This design comes from an exercise in tuning for a short achievable clock period and few clock cycles per item on the open sky130 flow, not from production work.
Only simulation tests tie the RTL to the original design; equivalence was not proved.

==> v20 <==
Design shx_engine, start of the top module:
module shx_engine (
    input  wire        clk,
    input  wire        rst,
    input  wire        start,
    input  wire [16:0] held_len,
    output wire        ready,
    output wire        blk_rd_en,
    output wire [14:0] blk_rd_addr,
    input  wire [31:0] blk_rd_data,
    output wire        out_we,
    output wire [13:0] out_waddr,
    output wire [3:0]  out_wstrb,
    output wire [31:0] out_wdata,
    output wire        out_re,
    output wire [13:0] out_raddr,
    input  wire [31:0] out_rdata,
    output reg         done,
    output reg  [1:0]  verdict
);
    localparam [1:0] V_OK = 2'd0, V_MAL = 2'd1, V_CRC = 2'd2;
    localparam [3:0] S_IDLE = 4'd0,  S_HDR  = 4'd1,  S_H1   = 4'd2,  S_P1   = 4'd6,  S_P4  = 4'd7,
                     S_P3   = 4'd8,  S_LITW = 4'd9,  S_END  = 4'd10,
                     S_FIN2 = 4'd12, S_MAL  = 4'd13;
    localparam [1:0] K_LIT = 2'd0, K_REP = 2'd1, K_UPF = 2'd2, K_UPS = 2'd3;
    function [31:0] crc32_l1(input [31:0] x);
        begin
            crc32_l1[0] = ^(x & 32'h0000011F);
            crc32_l1[1] = ^(x & 32'h0000023F);
            crc32_l1[2] = ^(x & 32'h0000047E);
            crc32_l1[3] = ^(x & 32'h000008FC);
            crc32_l1[4] = ^(x & 32'h000010E6);
            crc32_l1[5] = ^(x & 32'h000020D2);
            crc32_l1[6] = ^(x & 32'h000040BA);
            crc32_l1[7] = ^(x & 32'h0000806A);
            crc32_l1[8] = ^(x & 32'h000100D5);
            crc32_l1[9] = ^(x & 32'h000200B5);
            crc32_l1[10] = ^(x & 32'h00040074);
            crc32_l1[11] = ^(x & 32'h000800E8);
            crc32_l1[12] = ^(x & 32'h001000CE);
            crc32_l1[13] = ^(x & 32'h00200082);
            crc32_l1[14] = ^(x & 32'h0040001A);
            crc32_l1[15] = ^(x & 32'h00800035);
            crc32_l1[16] = ^(x & 32'h0100006B);
            crc32_l1[17] = ^(x & 32'h020000D7);
            crc32_l1[18] = ^(x & 32'h040000B0);
            crc32_l1[19] = ^(x & 32'h0800007F);
            crc32_l1[20] = ^(x & 32'h100000FE);
            crc32_l1[21] = ^(x & 32'h200000E3);
  ...
clock: 10.0 ns
lec_check: 0
abc_clock_period_in_ps: 2500
cap_margin: 20
core_margin: 2
core_utilization: 60
cts_cluster_diameter: 150
cts_cluster_size: 20
place_density: 0.75
slew_margin: 20
standard.sh (not shown) runs the stock make flow with config.mk's settings and CLKGATE_MAP_FILE= SYNTH_SCRIPT=/design/flow/synth_recipe.tcl, a recipe that flattens the netlist after the stock synthesis.
==> flow/flow/run.sh <==
#!/bin/bash
set -euo pipefail
bash standard.sh SETUP_SLACK_MARGIN=7.2 finish > standard.log 2>&1
==> v10 (differences from v20) <==
--- a/flow/design.v
+++ b/flow/design.v
@@ -529,20 +529,37 @@
     wire [2:0]  send  = {1'b0, e_sl} + {1'b0, span};
     wire        a_has = need2 ? a_ge2 : a_ge1;
     wire        b_has = need2 ? b_ge2 : b_ge1;
     wire step_cp = e_rep || (e_lit && a_has) || (e_upf && b_has);
     wire step_sl = e_ups && (ph == 2'd2);
     wire fin_now = (step_cp && lw_r) || (step_sl && lw_r && (pl == e_ll));
-    wire load    = c_v && (!e_act || fin_now);
+    wire p4_go   = (state == S_P4) && !c_v;
+    wire e_free  = !e_act || fin_now;
+    wire load    = (c_v || p4_go) && e_free;
+    wire [1:0]  p4_k    = (t_op == 2'd0) ? K_LIT : (t_op == 2'd1) ? K_REP :
+                          t_fast ? K_UPF : K_UPS;
+    wire        p4_cont = t_op[1] && t_fast && (prev_up == t_op);
+    wire [1:0]  n_k     = c_v ? c_k : p4_k;
+    wire        n_cont  = c_v ? c_cont : p4_cont;
+    wire        n_pref  = c_v && c_pref;
+    wire [14:0] n_pw    = c_v ? c_pw : pp[16:2];
+    wire [1:0]  n_pl    = c_v ? c_pl : pp[1:0];
+    wire [14:0] n_wrem  = c_v ? c_wrem : s_x[16:2];
+    wire        n_lw    = c_v ? c_lw : (s_x[16:2] == 15'd0);
+    wire        n_w1    = c_v ? c_w1 : (s_x[16:2] == 15'd1);
+    wire [1:0]  n_ll    = c_v ? c_ll : s_x[1:0];
+    wire [7:0]  n_rep   = c_v ? c_rep : t_rep;
+    wire [16:0] n_s     = c_v ? c_s : s_s;
+    wire [13:0] n_sw1   = c_v ? c_sw1 : s_sw1;
     wire nxt_w   = (step_cp && !lw_r) || (step_sl && !lw_r && (pl == 2'd3));
     wire [1:0] sl_nx = send[1:0] + 2'd1;
     wire [1:0] hi_n    = w1_r ? e_ll : 2'd3;
     wire [2:0] send_n  = {1'b0, sl_nx} + {1'b0, hi_n};
-    wire [1:0] sl_c    = (c_k == K_LIT) ? q_l : c_s[1:0];
-    wire [1:0] hi_c    = c_lw ? c_ll : 2'd3;
-    wire [1:0] span_c  = hi_c - c_pl;
+    wire [1:0] sl_c    = (n_k == K_LIT) ? q_l : n_s[1:0];
+    wire [1:0] hi_c    = n_lw ? n_ll : 2'd3;
+    wire [1:0] span_c  = hi_c - n_pl;
     wire [2:0] send_c  = {1'b0, sl_c} + {1'b0, span_c};
     reg  [31:0] src_sh;
     always @* begin
         case (e_sl)
             2'd0: src_sh = win[31:0];
             2'd1: src_sh = win[39:8];
@@ -608,13 +625,13 @@
     wire [17:0] rq_m4 = rem_q - 18'd4;
     assign a_pop = ((state == S_P3) && t_cross) || ((state == S_HDR) && a_ge1) ||
                    (e_lit && a_has && xw);
     assign b_pop = e_upf && b_has && xw;
     wire pref  = c_v && (c_k == K_UPF) && !c_cont && !c_pref && hz_ok &&
                  e_act && !e_upf && !e_ups && !fin_now;
-    assign b_clr = (load && (c_k == K_UPF) && !c_cont && !c_pref) || pref;
+    assign b_clr = (load && (n_k == K_UPF) && !n_cont && !n_pref) || pref;
     wire [16:0] p3_x   = {15'd0, pp[1:0]} + t_nm1;
     wire [17:0] p3_e   = {1'b0, pp} + {1'b0, t_nm1} + 18'd1;
     wire [17:0] p3_s   = {1'b0, pp} - t_d;
     wire [17:0] p3_s4  = {1'b0, pp} - t_dm4;
     wire [17:0] p3_rp  = rem_p + {1'b1, ~t_nm1};
     wire [17:0] p3_rql = rq_h + {1'b1, ~t_nm1};
@@ -675,20 +692,20 @@
             if (mrg) begin
                 pw    <= pw + 15'd1;
                 pl    <= 2'd0;
                 wrem  <= c_wrem - 15'd1;
                 w1_r  <= c_w2;
             end else begin
-                pw    <= c_pw;
-                pl    <= c_pl;
-                wrem  <= c_wrem;
-                w1_r  <= c_w1;
+                pw    <= n_pw;
+                pl    <= n_pl;
+                wrem  <= n_wrem;
+                w1_r  <= n_w1;
             end
-            e_ll  <= c_ll;
-            e_rb  <= c_rep;
-            s     <= c_s;
+            e_ll  <= n_ll;
+            e_rb  <= n_rep;
+            s     <= n_s;
             e_sl  <= sl_c;
             need2 <= send_c[2];
             xw <= (send_c >= 3'd3);
         end else if (nxt_w) begin
             pw    <= pw + 15'd1;
             pl    <= 2'd0;
@@ -764,15 +781,14 @@
             s_sw1 <= p3_s4[15:2];
             s_rp  <= p3_rp;
             s_rq  <= (t_op == 2'd0) ? p3_rql : (t_op == 2'd1) ? rq_h1 : rq_h;
             s_bad <= p3_bad;
         end
         if (state == S_P4 && !c_v) begin
-            c_k    <= (t_op == 2'd0) ? K_LIT : (t_op == 2'd1) ? K_REP :
-                      t_fast ? K_UPF : K_UPS;
-            c_cont <= t_op[1] && t_fast && (prev_up == t_op);
+            c_k    <= p4_k;
+            c_cont <= p4_cont;
             c_pref <= 1'b0;
             c_pw   <= pp[16:2];
             c_pl   <= pp[1:0];
             c_wrem <= s_x[16:2];
             c_lw   <= (s_x[16:2] == 15'd0);
             c_w1   <= (s_x[16:2] == 15'd1);
@@ -801,13 +817,13 @@
         done    <= !rst && ((state == S_FIN2) || (state == S_MAL));
         verdict <= (state == S_MAL) ? V_MAL : crc_eq ? V_OK : V_CRC;
         ready_r <= rst || (idle && !start) || (state == S_FIN2) || (state == S_MAL);
         a_req   <= !rst && (a_issue || (idle && start));
         a_addr  <= idle ? 15'd0 : a_ra;
         b_req   <= !rst && (b_clr || b_issue || (e_ups && ph == 2'd0));
-        b_addr  <= b_clr ? c_s[15:2] : b_issue ? b_ra : s[15:2];
+        b_addr  <= b_clr ? n_s[15:2] : b_issue ? b_ra : s[15:2];
         a_rq    <= a_issue || (idle && start);
         b_rq    <= b_clr || b_issue || (e_ups && ph == 2'd0);
         hz_ok   <= ({1'b0, pw[13:0]} > ({1'b0, c_s[15:2]} + 15'd8)) && c_v;
     end
     always @(posedge clk) begin
         if (rst) begin
@@ -847,28 +863,28 @@
             end
             if (fin_now && e_upf)
                 b_on <= 1'b0;
             if (load) begin
                 c_v   <= 1'b0;
                 e_act <= 1'b1;
-                e_lit <= (c_k == K_LIT);
-                e_rep <= (c_k == K_REP);
-                e_upf <= (c_k == K_UPF);
-                e_ups <= (c_k == K_UPS);
-                lw_r  <= mrg ? c_w1 : c_lw;
+                e_lit <= (n_k == K_LIT);
+                e_rep <= (n_k == K_REP);
+                e_upf <= (n_k == K_UPF);
+                e_ups <= (n_k == K_UPS);
+                lw_r  <= mrg ? c_w1 : n_lw;
                 ph    <= 2'd0;
-                if (c_k == K_UPF)
+                if (n_k == K_UPF)
                     b_on <= 1'b1;
             end
             if (mrg_all) begin
                 e_act <= 1'b0;
                 e_rep <= 1'b0;
             end
             if (b_clr) begin
                 b_on  <= 1'b1;
-                b_ra  <= c_sw1;
+                b_ra  <= n_sw1;
                 b_tot <= 3'd1;
                 b_v1  <= 1'b0;
             end
             dv   <= k_v && !idle;
             case (state)
                 S_IDLE: begin
@@ -924,13 +940,13 @@
                 S_P3: begin
                     q_l   <= t_ql;
                     state <= S_P4;
                 end
                 S_P4: begin
                     if (!c_v) begin
-                        c_v     <= 1'b1;
+                        c_v     <= !e_free;      
                         prev_up <= (t_op[1] && t_fast) ? t_op : 2'd0;
                         bad_r   <= s_bad;
                         pp      <= s_e;
                         rem_p   <= s_rp;
                         rem_q   <= s_rq;
                         rem_p_z <= (s_rp == 18'd0);
==> flow/run.sh (new file) <==
#!/bin/bash
# synth_recipe.tcl (not shown) runs the flow's synth.tcl, then flattens the netlist and writes it again
# the make line also repeats each setting of config.mk as NAME=value (left out here)
make -C /OpenROAD-flow-scripts/flow DESIGN_CONFIG=/design/flow/config.mk WORK_HOME=/design/flow/orfs CLKGATE_MAP_FILE= SYNTH_SCRIPT=/design/flow/synth_recipe.tcl finish
- PLACE_DENSITY: 0.75 -> 0.72
- SETUP_SLACK_MARGIN: not set -> 5
removed: flow/flow/run.sh
removed: flow/standard.sh
==> run notes <==
Post-Syn Instances 7992; CP Buf/Inv Count 1; worst hold slack 0.330 ns; crit-path cells buf_6; outcome timing/DRC/antenna clean; initial antenna violation count 18; Tap Count 1755; setup ws final 6.74 ns; DRT iter0 DRCs 9127; Skew-Pair Late Insertion Delay 0.76 ns; switching part of the total 0.430; Wirelength per Cell 27.1 um; post-route cell area 94600 sq um; #MultiIn Comb 5913; first-pass GRT wire length 399 mm; Critical Path Sink out_we
That was v20.
==> run notes <==
outcome timing/DRC/antenna clean; worst hold slack 0.328 ns; initial antenna violation count 13; Tap Count 1781; crit-path cells buf_4 -> clkinv_1 -> ha_2 -> inv_1 -> fa_1 -> buf_4 -> inv_1 -> nand3_1 -> o21ai_1 -> buf_4 -> a221oi_1 -> o21ai_0 -> o211ai_1 -> nand2_1; Skew-Pair Late Insertion Delay 0.74 ns; DRT iter0 DRCs 7853; setup ws final 5.39 ns; #MultiIn Comb 6020; first-pass GRT wire length 393 mm; Critical Path Sink wd_r[27]; Wirelength per Cell 27.1 um
That was v10.
Testbench counts of v20, summed over its fixed seeds: cycles 517,129, out bytes 2,053,632.
Testbench counts of v10, summed over its fixed seeds: cycles 516,639, out bytes 2,053,632.

static timing again, ports no longer ideal:
Ports are ideal in the flow. The routed layouts listed here were re-timed in OpenROAD. Step 1 sets driving cells, clkbuf_16 on the clock port and buf_2 on the other inputs (assumed; they add their load-dependent delay and slew). Step 2 times the ports against the registers' clock, not the clock port: input delays grow and output delays shrink by t, the midpoint of the rising clock arrivals with the driver on. Slacks: ideal / step 1 / step 2; pairs: ideal / step 1.
| run | t (ns) | setup WS [ns] | worst hold slack (ns) |
|---|---|---|---|
| v20 | 0.802 | 6.743 / 6.660 / 6.449 | 0.330 / 0.330 / 0.330 |
| v10 | 0.801 | 5.391 / 5.391 / 5.391 | 0.328 / 0.328 / 0.328 |
After both steps setup and hold are still met in every run listed. For v20, which loses most, drivers alone change the setup slack by -0.083 ns; drivers and shift together by -0.294 ns.
